What follows belongs to an exercise in optimizing a design on an open flow for small area, a short achievable clock period and few clock cycles per item; a production flow would make more cautious choices. At most, simulation tests tie the RTL to the original design; equivalence was not proved.

Setup of rev 12:
==> flow/design.v <==
module mx_elem (
    input  wire [31:0] v,
    input  wire [9:0]  nK,       
    input  wire        m3,       
    input  wire        m2,       
    input  wire        e4m3,
    input  wire        e5m2,
    input  wire        e3m2,
    input  wire [7:0]  maxext,   
    output wire [7:0]  code
);
    wire [7:0]  ef = v[30:23];
    wire [22:0] f  = v[22:0];
    wire        h  = |ef;
    wire        s16 = ~|{h, f[22:8]};
    wire [23:4] x1  = {s16 ? f[7:0] : {h, f[22:16]}, f[15:8], f[7:4] & {4{~s16}}};
    wire        k1  = ~s16 & |f[3:0];
    wire        s8  = ~|x1[23:16];
    wire [23:12] x2 = s8 ? x1[15:4] : x1[23:12];
    wire        k2  = k1 | (~s8 & |x1[11:4]);
    wire        s4  = ~|x2[23:20];
    wire [23:16] x3 = s4 ? x2[19:12] : x2[23:16];
    wire        k3  = k2 | (~s4 & |x2[15:12]);
    wire        s2  = ~|x3[23:22];
    wire [23:18] x4 = s2 ? x3[21:16] : x3[23:18];
    wire        k4  = k3 | (~s2 & |x3[17:16]);
    wire        s1  = ~x4[23];
    wire [22:19] x5 = s1 ? x4[21:18] : x4[22:19];
    wire        stk = k4 | (~s1 & x4[18]);
    wire [4:0]  lz  = {s16, s8, s4, s2, s1};
    wire [4:0]  V   = {x4[23] | x4[22], x5};
    wire [2:0]  mn0 = m3 ? V[3:1] : (m2 ? {V[3:2], 1'b1} : {V[3], 2'b11});
    wire        R0  = m3 ? V[0] : (m2 ? V[1] : V[2]);
    wire        c0  = R0 & (&mn0);           
    wire [4:0]  nl;                           
    wire [5:0]  nc;
    assign nc[0] = 1'b0;
    genvar i;
    generate for (i = 0; i < 5; i = i + 1) begin : neg
        wire a = ~lz[i];
        wire b = (i == 1);
        assign nl[i]   = a ^ b ^ nc[i];
        assign nc[i+1] = (a & b) | (nc[i] & (a ^ b));
    end endgenerate
    wire        sx = ~h & (|lz[4:1]);
    wire [9:0]  A  = {sx, sx, ef[7:5] | {3{sx}}, ef[4:0] | ({5{~h}} & nl)};
    wire [9:0]  T;
    wire [10:0] tc;
    assign tc[0] = c0;
    generate for (i = 0; i < 10; i = i + 1) begin : add
        assign T[i]    = A[i] ^ nK[i] ^ tc[i];
        assign tc[i+1] = (A[i] & nK[i]) | (tc[i] & (A[i] ^ nK[i]));
    end endgenerate
    wire        Z   = ~|T[9:2];
    wire        O   = &T[9:2];
    wire        Ta  = Z & (T[1:0] == 2'd0);       
    wire        Tb  = Z & (T[1:0] == 2'd1);       
    wire        Tc  = O & (T[1:0] == 2'd3);       
    wire        Td  = O & (T[1:0] == 2'd2);       
    wire        Te  = O & (T[1:0] == 2'd1);       
    wire        pos = ~T[9] & ~Ta & ~(Tb & c0);
    wire        q1  = c0 ? Tb : Ta;               
    wire        q2  = c0 ? Ta : Tc;               
    wire        q3  = c0 ? Tc : Td;               
    wire        q4  = c0 ? Td : Te;               
    wire [8:0]  Vx  = {4'd0, V};
    wire [4:0]  W;
    generate for (i = 0; i < 5; i = i + 1) begin : shr
        assign W[i] = (pos & Vx[i]) | (q1 & Vx[i+1]) | (q2 & Vx[i+2]) | (q3 & Vx[i+3]) | (q4 & Vx[i+4]);
    end endgenerate
    wire        out = (q1 & V[0]) | (q2 & |V[1:0]) | (q3 & |V[2:0]) | (q4 & |V[3:0]);
    wire        st0 = stk | out;
    wire [3:0]  kept = m3 ? W[4:1] : (m2 ? {W[4:2], 1'b1} : {W[4:3], 2'b11});
    wire        R    = m3 ? W[0]   : (m2 ? W[1] : W[2]);
    wire        St   = st0 | (m3 ? 1'b0 : (m2 ? W[0] : |W[1:0]));
    wire        L    = m3 ? W[1]   : (m2 ? W[2] : W[3]);
    wire        inc  = R & (St | L);
    wire [3:0]  ki;
    wire [4:0]  kc;
    assign kc[0] = inc;
    generate for (i = 0; i < 4; i = i + 1) begin : rnd
        assign ki[i]   = kept[i] ^ kc[i];
        assign kc[i+1] = kept[i] & kc[i];
    end endgenerate
    wire        sat  = e4m3 ? (T[4] | (&T[3:0] & &ki[2:0])) :
                       e5m2 ? &T[4:0] : e3m2 ? T[3] : T[2];
    assign code = pos ? (sat ? maxext : {T[4:0], ki[2:0]}) : {4'd0, ki};
endmodule
module mx_encoder (
    input  wire          clk,
    input  wire          rst,           
    input  wire          in_valid,
    output wire          in_ready,
    input  wire [3:0]    in_fmt,
    input  wire [1023:0] in_data,
    output reg           out_valid,
    input  wire          out_ready,
    output reg  [263:0]  out_block
);
    wire f5 = in_fmt == 4'h5;    
    wire f6 = in_fmt == 4'h6;    
    wire f7 = in_fmt == 4'h7;    
    wire f8 = in_fmt == 4'h8;    
    wire f9 = in_fmt == 4'h9;    
    wire fmt_ok = f5 | f6 | f7 | f8 | f9;
    wire m3 = f5 | f8;
    wire m2 = f6 | f7;
    wire [7:0] emax   = f5 ? 8'd8  : f6 ? 8'd15 : f7 ? 8'd4 : 8'd2;
    wire [7:0] B      = f5 ? 8'd15 : f6 ? 8'd30 : f7 ? 8'd7 : 8'd3;
    wire [7:0] maxext = f5 ? 8'h7E : f6 ? 8'hF7 : f7 ? 8'h3F : 8'h1F;
    function [7:0] emx;
        input [7:0] a, b;
        reg [7:0] g, e;
        reg [3:0] g1, e1;
        reg [1:0] g2, e2;
        integer k;
        begin
            g = a & ~b;
            e = ~(a ^ b);
            for (k = 0; k < 4; k = k + 1) begin
                g1[k] = g[2*k+1] | (e[2*k+1] & g[2*k]);
                e1[k] = e[2*k+1] & e[2*k];
            end
            for (k = 0; k < 2; k = k + 1) begin
                g2[k] = g1[2*k+1] | (e1[2*k+1] & g1[2*k]);
                e2[k] = e1[2*k+1] & e1[2*k];
            end
            emx = (g2[1] | (e2[1] & g2[0])) ? a : b;
        end
    endfunction
    wire [7:0] lv [0:62];
    genvar g;
    generate
        for (g = 0; g < 32; g = g + 1) begin : lf
            assign lv[g] = in_data[32*g+23 +: 8];
        end
        for (g = 0; g < 31; g = g + 1) begin : nd
            assign lv[32+g] = emx(lv[2*g], lv[2*g+1]);
        end
    endgenerate
    wire [7:0] efmax   = lv[62];
    wire       special = &efmax;             
    wire [8:0] d1 = {1'b0, efmax} - {1'b0, emax};
    wire       big = ~d1[8] & (|d1[7:0]);
    wire [7:0] scale = special ? 8'hFF : (big ? d1[7:0] : 8'd0);
    wire [9:0] nKf = {2'b0, B} - {2'b0, efmax};
    wire [9:0] nKe = {2'b0, B} - {2'b0, emax};
    wire [9:0] nK  = big ? nKf : nKe;
    wire       kill = special | ~fmt_ok;
    wire [7:0] c [0:31];
    generate for (g = 0; g < 32; g = g + 1) begin : el
        mx_elem u (.v(in_data[32*g +: 32]), .nK(nK), .m3(m3), .m2(m2), .e4m3(f5),
                   .e5m2(f6), .e3m2(f7), .maxext(maxext), .code(c[g]));
    end endgenerate
    reg         full1;
    reg [263:0] skid;
    wire        use_new = ~kill & ~full1;
    wire        s5 = f5 & use_new, s6 = f6 & use_new, s7 = f7 & use_new,
                s8 = f8 & use_new, s9 = f9 & use_new;
    reg [263:0] b5, b6, b7, b8, b9;
    integer k;
    always @(*) begin
        b5 = 264'd0; b6 = 264'd0; b7 = 264'd0; b8 = 264'd0; b9 = 264'd0;
        for (k = 0; k < 32; k = k + 1) begin
            b5[8 + 8*k +: 8] = {in_data[32*k+31], c[k][6:0]};
            b6[8 + 8*k +: 8] = {in_data[32*k+31], c[k][7:1]};
            b7[8 + 6*k +: 6] = {in_data[32*k+31], c[k][5:1]};
            b8[8 + 6*k +: 6] = {in_data[32*k+31], c[k][4:0]};
            b9[8 + 4*k +: 4] = {in_data[32*k+31], c[k][4:2]};
        end
    end
    wire [263:0] nxt = ({264{full1}} & skid) | ({264{s5}} & b5) | ({264{s6}} & b6) |
                       ({264{s7}} & b7) | ({264{s8}} & b8) | ({264{s9}} & b9) |
                       {256'd0, (fmt_ok & ~full1) ? scale : 8'd0};
    assign in_ready = ~full1;
    wire accept = in_valid & ~full1;
    wire r0_free = ~out_valid | out_ready;
    always @(posedge clk) begin
        if (rst) begin
            out_valid <= 1'b0;
            full1     <= 1'b0;
        end else if (r0_free) begin
            out_valid <= full1 | accept;
            full1     <= 1'b0;
        end else if (accept) begin
            full1     <= 1'b1;
        end
    end
    always @(posedge clk) begin
        if (r0_free && (full1 || accept))
            out_block <= nxt;
        if (!r0_free && accept)
            skid <= nxt;
    end
endmodule
export LEC_CHECK = 0
export CAP_MARGIN = 20
export CORE_MARGIN = 2
export CORE_UTILIZATION = 40
export CTS_BUF_LIST = sky130_fd_sc_hd__clkbuf_4
export GPL_TIMING_DRIVEN = 1
export PLACE_DENSITY = 0.75
export SLEW_MARGIN = 20
create_clock -name core_clock -period 250.0 [get_ports {clk}]
standard.sh (not shown) runs the stock make flow with config.mk's settings and CLKGATE_MAP_FILE= SYNTH_SCRIPT=/design/flow/synth_recipe.tcl, a recipe that flattens the netlist after the stock synthesis.
==> flow/flow/run.sh <==
#!/bin/bash
# Own layout flow: the standard ORFS flow (standard.sh), with two changes
# to how the layout is made:
#  - Yosys maps the logic with an area-recovering ABC script (flow/abc.script,
#    Yosys's own default ABC script) instead of ORFS's delay-driven one;
#  - port buffers are sky130_fd_sc_hd__buf_1 cells (every port still gets one).
# Each tool's full output stays in this folder: make's in flow_make.log, and
# ORFS's per-step logs under orfs/logs/.
set -euo pipefail
here=$(pwd)
rm -rf "$here/scripts_mod"
cp -r "$FLOW_HOME/scripts" "$here/scripts_mod"
cp "$here/flow/abc.script" "$here/scripts_mod/abc_speed.script"
bash "$here/standard.sh" SCRIPTS_DIR="$here/scripts_mod" \
    BUFFER_PORTS_ARGS="-buffer_cell sky130_fd_sc_hd__buf_1" finish \
    > "$here/flow_make.log" 2>&1
test -f "$here/out/final.def"
==> flow/flow/abc.script <==
strash
&get -n
&fraig -x
&put
scorr
dc2
dretime
strash
&get -n
&dch -f
&nf
&put
Testbench counts of rev 12, summed over its fixed seeds: cycles 3,208, items 3,200.
--- input diff rev 12..rev 13 ---
diff --git a/flow/design.v b/flow/design.v
--- a/flow/design.v
+++ b/flow/design.v
@@ -109,4 +109,30 @@
     wire [7:0] B      = f5 ? 8'd15 : f6 ? 8'd30 : f7 ? 8'd7 : 8'd3;
     wire [7:0] maxext = f5 ? 8'h7E : f6 ? 8'hF7 : f7 ? 8'h3F : 8'h1F;
+    function [7:0] gmax8;
+        input [63:0] e;
+        reg [7:0] alive, r;
+        reg       g1, g2, g3;
+        reg [1:0] dg;
+        integer j, n;
+        begin
+            alive = 8'hFF;
+            for (n = 3; n >= 0; n = n - 1) begin
+                g1 = 1'b0; g2 = 1'b0; g3 = 1'b0;
+                for (j = 0; j < 8; j = j + 1) begin
+                    dg = e[8*j+2*n +: 2];
+                    g1 = g1 | (alive[j] & (dg[1] | dg[0]));
+                    g2 = g2 | (alive[j] & dg[1]);
+                    g3 = g3 | (alive[j] & dg[1] & dg[0]);
+                end
+                r[2*n+1] = g2;
+                r[2*n]   = g3 | (g1 & ~g2);
+                for (j = 0; j < 8; j = j + 1) begin
+                    dg = e[8*j+2*n +: 2];
+                    alive[j] = alive[j] & (dg[1] | ~r[2*n+1]) & (dg[0] | ~r[2*n]);
+                end
+            end
+            gmax8 = r;
+        end
+    endfunction
     function [7:0] emx;
         input [7:0] a, b;
@@ -129,15 +155,15 @@
         end
     endfunction
-    wire [7:0] lv [0:62];
+    wire [7:0] gm [0:3];
     genvar g;
-    generate
-        for (g = 0; g < 32; g = g + 1) begin : lf
-            assign lv[g] = in_data[32*g+23 +: 8];
-        end
-        for (g = 0; g < 31; g = g + 1) begin : nd
-            assign lv[32+g] = emx(lv[2*g], lv[2*g+1]);
-        end
-    endgenerate
-    wire [7:0] efmax   = lv[62];
+    generate for (g = 0; g < 4; g = g + 1) begin : grp
+        wire [63:0] ev;
+        genvar q;
+        for (q = 0; q < 8; q = q + 1) begin : el
+            assign ev[8*q +: 8] = in_data[32*(8*g+q)+23 +: 8];
+        end
+        assign gm[g] = gmax8(ev);
+    end endgenerate
+    wire [7:0] efmax = emx(emx(gm[0], gm[1]), emx(gm[2], gm[3]));
     wire       special = &efmax;             
     wire [8:0] d1 = {1'b0, efmax} - {1'b0, emax};
==> notes.md <==
- Sort rev 13 and rev 12 by arrival time at the worst endpoint desc -> top: rev 13
- Number of antenna violations at the first check in global routing for rev 13: 36 up relative to rev 12
- Setup slack in rev 13 is smaller than in rev 12.
Testbench counts of rev 13, summed over its fixed seeds: cycles 3,208, items 3,200.

// mx_encoder: RTL as listed in full above, without the edits since
clock: 250.0 ns
lec_check: 0
cap_margin: 0
core_margin: 2
core_utilization: 40
cts_buf_list: sky130_fd_sc_hd__clkbuf_4
gpl_timing_driven: 0
slew_margin: 0
Scripts as last shown in full above: flow/flow/run.sh, flow/flow/abc.script
The baseline completed, yet does not pass: max-capacitance violations, max-slew violations.
Testbench counts at the start, summed over its fixed seeds: cycles 3,208, items 3,200.
Then changed:
--- a/flow/design.v
+++ b/flow/design.v
@@ -105,43 +105,26 @@
     wire fmt_ok = f5 | f6 | f7 | f8 | f9;
     wire m3 = f5 | f8;
     wire m2 = f6 | f7;
     wire [7:0] emax   = f5 ? 8'd8  : f6 ? 8'd15 : f7 ? 8'd4 : 8'd2;
     wire [7:0] B      = f5 ? 8'd15 : f6 ? 8'd30 : f7 ? 8'd7 : 8'd3;
     wire [7:0] maxext = f5 ? 8'h7E : f6 ? 8'hF7 : f7 ? 8'h3F : 8'h1F;
-    function [7:0] emx;
-        input [7:0] a, b;
-        reg [7:0] g, e;
-        reg [3:0] g1, e1;
-        reg [1:0] g2, e2;
-        integer k;
-        begin
-            g = a & ~b;
-            e = ~(a ^ b);
-            for (k = 0; k < 4; k = k + 1) begin
-                g1[k] = g[2*k+1] | (e[2*k+1] & g[2*k]);
-                e1[k] = e[2*k+1] & e[2*k];
-            end
-            for (k = 0; k < 2; k = k + 1) begin
-                g2[k] = g1[2*k+1] | (e1[2*k+1] & g1[2*k]);
-                e2[k] = e1[2*k+1] & e1[2*k];
-            end
-            emx = (g2[1] | (e2[1] & g2[0])) ? a : b;
+    reg [7:0]  efmax;
+    reg [31:0] alive;
+    integer j, n;
+    always @(*) begin
+        alive = {32{1'b1}};
+        for (n = 7; n >= 0; n = n - 1) begin
+            efmax[n] = 1'b0;
+            for (j = 0; j < 32; j = j + 1)
+                efmax[n] = efmax[n] | (alive[j] & in_data[32*j+23+n]);
+            for (j = 0; j < 32; j = j + 1)
+                alive[j] = alive[j] & (in_data[32*j+23+n] | ~efmax[n]);
         end
-    endfunction
-    wire [7:0] lv [0:62];
+    end
     genvar g;
-    generate
-        for (g = 0; g < 32; g = g + 1) begin : lf
-            assign lv[g] = in_data[32*g+23 +: 8];
-        end
-        for (g = 0; g < 31; g = g + 1) begin : nd
-            assign lv[32+g] = emx(lv[2*g], lv[2*g+1]);
-        end
-    endgenerate
-    wire [7:0] efmax   = lv[62];
     wire       special = &efmax;             
     wire [8:0] d1 = {1'b0, efmax} - {1'b0, emax};
     wire       big = ~d1[8] & (|d1[7:0]);
     wire [7:0] scale = special ? 8'hFF : (big ? d1[7:0] : 8'd0);
     wire [9:0] nKf = {2'b0, B} - {2'b0, efmax};
     wire [9:0] nKe = {2'b0, B} - {2'b0, emax};
Effect: The changed run reached the layout checks and failed them: max-capacitance violations, max-slew violations; worst setup slack got worse by 12 ns; via count grows by 0.58%; utilization grows by 1.0 points; wire length grows by 10%; global-route usage grows by 6.7 points.
For the second run of this note, only the layout was checked, not whether the RTL still works.

Setup of old:
Starts from the design.v that is shown in full above.
clock: 250.0 ns
lec_check: 0
cap_margin: 20
core_margin: 2
core_utilization: 40
cts_buf_list: sky130_fd_sc_hd__clkbuf_4
gpl_timing_driven: 1
slew_margin: 20
Scripts as last shown in full above: flow/flow/run.sh, flow/flow/abc.script
The flow did not stop early for old: all stages ran, and the layout cleared the timing, DRC and antenna checks.
Testbench counts of old, summed over its fixed seeds: cycles 3,208, items 3,200.
[inputs] new vs old
--- a/flow/design.v
+++ b/flow/design.v
@@ -106,10 +106,36 @@
     wire m3 = f5 | f8;
     wire m2 = f6 | f7;
     wire [7:0] emax   = f5 ? 8'd8  : f6 ? 8'd15 : f7 ? 8'd4 : 8'd2;
     wire [7:0] B      = f5 ? 8'd15 : f6 ? 8'd30 : f7 ? 8'd7 : 8'd3;
     wire [7:0] maxext = f5 ? 8'h7E : f6 ? 8'hF7 : f7 ? 8'h3F : 8'h1F;
+    function [7:0] gmax8;
+        input [63:0] e;
+        reg [7:0] alive, r;
+        reg       g1, g2, g3;
+        reg [1:0] dg;
+        integer j, n;
+        begin
+            alive = 8'hFF;
+            for (n = 3; n >= 0; n = n - 1) begin
+                g1 = 1'b0; g2 = 1'b0; g3 = 1'b0;
+                for (j = 0; j < 8; j = j + 1) begin
+                    dg = e[8*j+2*n +: 2];
+                    g1 = g1 | (alive[j] & (dg[1] | dg[0]));
+                    g2 = g2 | (alive[j] & dg[1]);
+                    g3 = g3 | (alive[j] & dg[1] & dg[0]);
+                end
+                r[2*n+1] = g2;
+                r[2*n]   = g3 | (g1 & ~g2);
+                for (j = 0; j < 8; j = j + 1) begin
+                    dg = e[8*j+2*n +: 2];
+                    alive[j] = alive[j] & (dg[1] | ~r[2*n+1]) & (dg[0] | ~r[2*n]);
+                end
+            end
+            gmax8 = r;
+        end
+    endfunction
     function [7:0] emx;
         input [7:0] a, b;
         reg [7:0] g, e;
         reg [3:0] g1, e1;
         reg [1:0] g2, e2;
@@ -126,21 +152,21 @@
                 e2[k] = e1[2*k+1] & e1[2*k];
             end
             emx = (g2[1] | (e2[1] & g2[0])) ? a : b;
         end
     endfunction
-    wire [7:0] lv [0:62];
+    wire [7:0] gm [0:3];
     genvar g;
-    generate
-        for (g = 0; g < 32; g = g + 1) begin : lf
-            assign lv[g] = in_data[32*g+23 +: 8];
-        end
-        for (g = 0; g < 31; g = g + 1) begin : nd
-            assign lv[32+g] = emx(lv[2*g], lv[2*g+1]);
-        end
-    endgenerate
-    wire [7:0] efmax   = lv[62];
+    generate for (g = 0; g < 4; g = g + 1) begin : grp
+        wire [63:0] ev;
+        genvar q;
+        for (q = 0; q < 8; q = q + 1) begin : el
+            assign ev[8*q +: 8] = in_data[32*(8*g+q)+23 +: 8];
+        end
+        assign gm[g] = gmax8(ev);
+    end endgenerate
+    wire [7:0] efmax = emx(emx(gm[0], gm[1]), emx(gm[2], gm[3]));
     wire       special = &efmax;             
     wire [8:0] d1 = {1'b0, efmax} - {1'b0, emax};
     wire       big = ~d1[8] & (|d1[7:0]);
     wire [7:0] scale = special ? 8'hFF : (big ? d1[7:0] : 8'd0);
     wire [9:0] nKf = {2'b0, B} - {2'b0, efmax};
--- outcome ---
- new has completed all stages; timing, DRC and antenna checks passed.
- Re post-synthesis to final-layout area growth: new and old aren't equal, and the higher value belongs to new.
- Number of cells traversed by the worst register-to-register path is lower on new
- Compared to old, new has number of inverters outside the clock class in the layout 55 lower.
- new ends up with lower final cell count than old does.
- old -> new: wire length increased slightly
- old → new: number of buffers outside the clock class in the layout now sits higher, worst hold slack +0.012 ns, synthesized cell count lower.
- new vs. old: area fraction of clock buffers and clock inverters about even, initial antenna violation count shows an increase of 26, synthesized area lost 2600 sq um.
Testbench counts of new, summed over its fixed seeds: cycles 3,208, items 3,200.

## what the ideal ports hide
In the flow no input, the clock included, has a driving cell. The finished layouts below were timed again as built, in two steps.
Step 1: set_driving_cell puts a clkbuf_16 on clk and a buf_2 on each other input, an assumption about the parent block.
Step 2, shift: input delay + t, output delay - t, t = (earliest + latest rising clock arrival at the registers) / 2. This alone moves slack from input paths to output paths.
a / b / c = ideal ports / drivers / drivers and shift; a / b = the first two.
| run | t (ns) | setup slack, ns | worst setup path after step 2 | worst data-port slew with drivers (ns) |
|---|---|---|---|---|
| rev 12 | 1.167 | 178.918 / 178.899 / 177.732 | input to register | 0.20 |
| rev 13 | 1.220 | 178.871 / 178.833 / 177.613 | input to register | 0.30 |
| the first run of note 2 | 1.141 | 177.451 / 177.506 / 176.365 | input to register | 0.23 |
| the second run of note 2 | 1.291 | 165.651 / 165.708 / 164.418 | input to register | 0.26 |
| old | 1.241 | 179.164 / 179.187 / 177.945 | input to register | 0.23 |
| new | 1.179 | 177.523 / 177.597 / 176.418 | input to register | 0.37 |
The setup slack of rev 13, which loses most, moves by -0.038 ns with the drivers and by -1.258 ns with both steps.
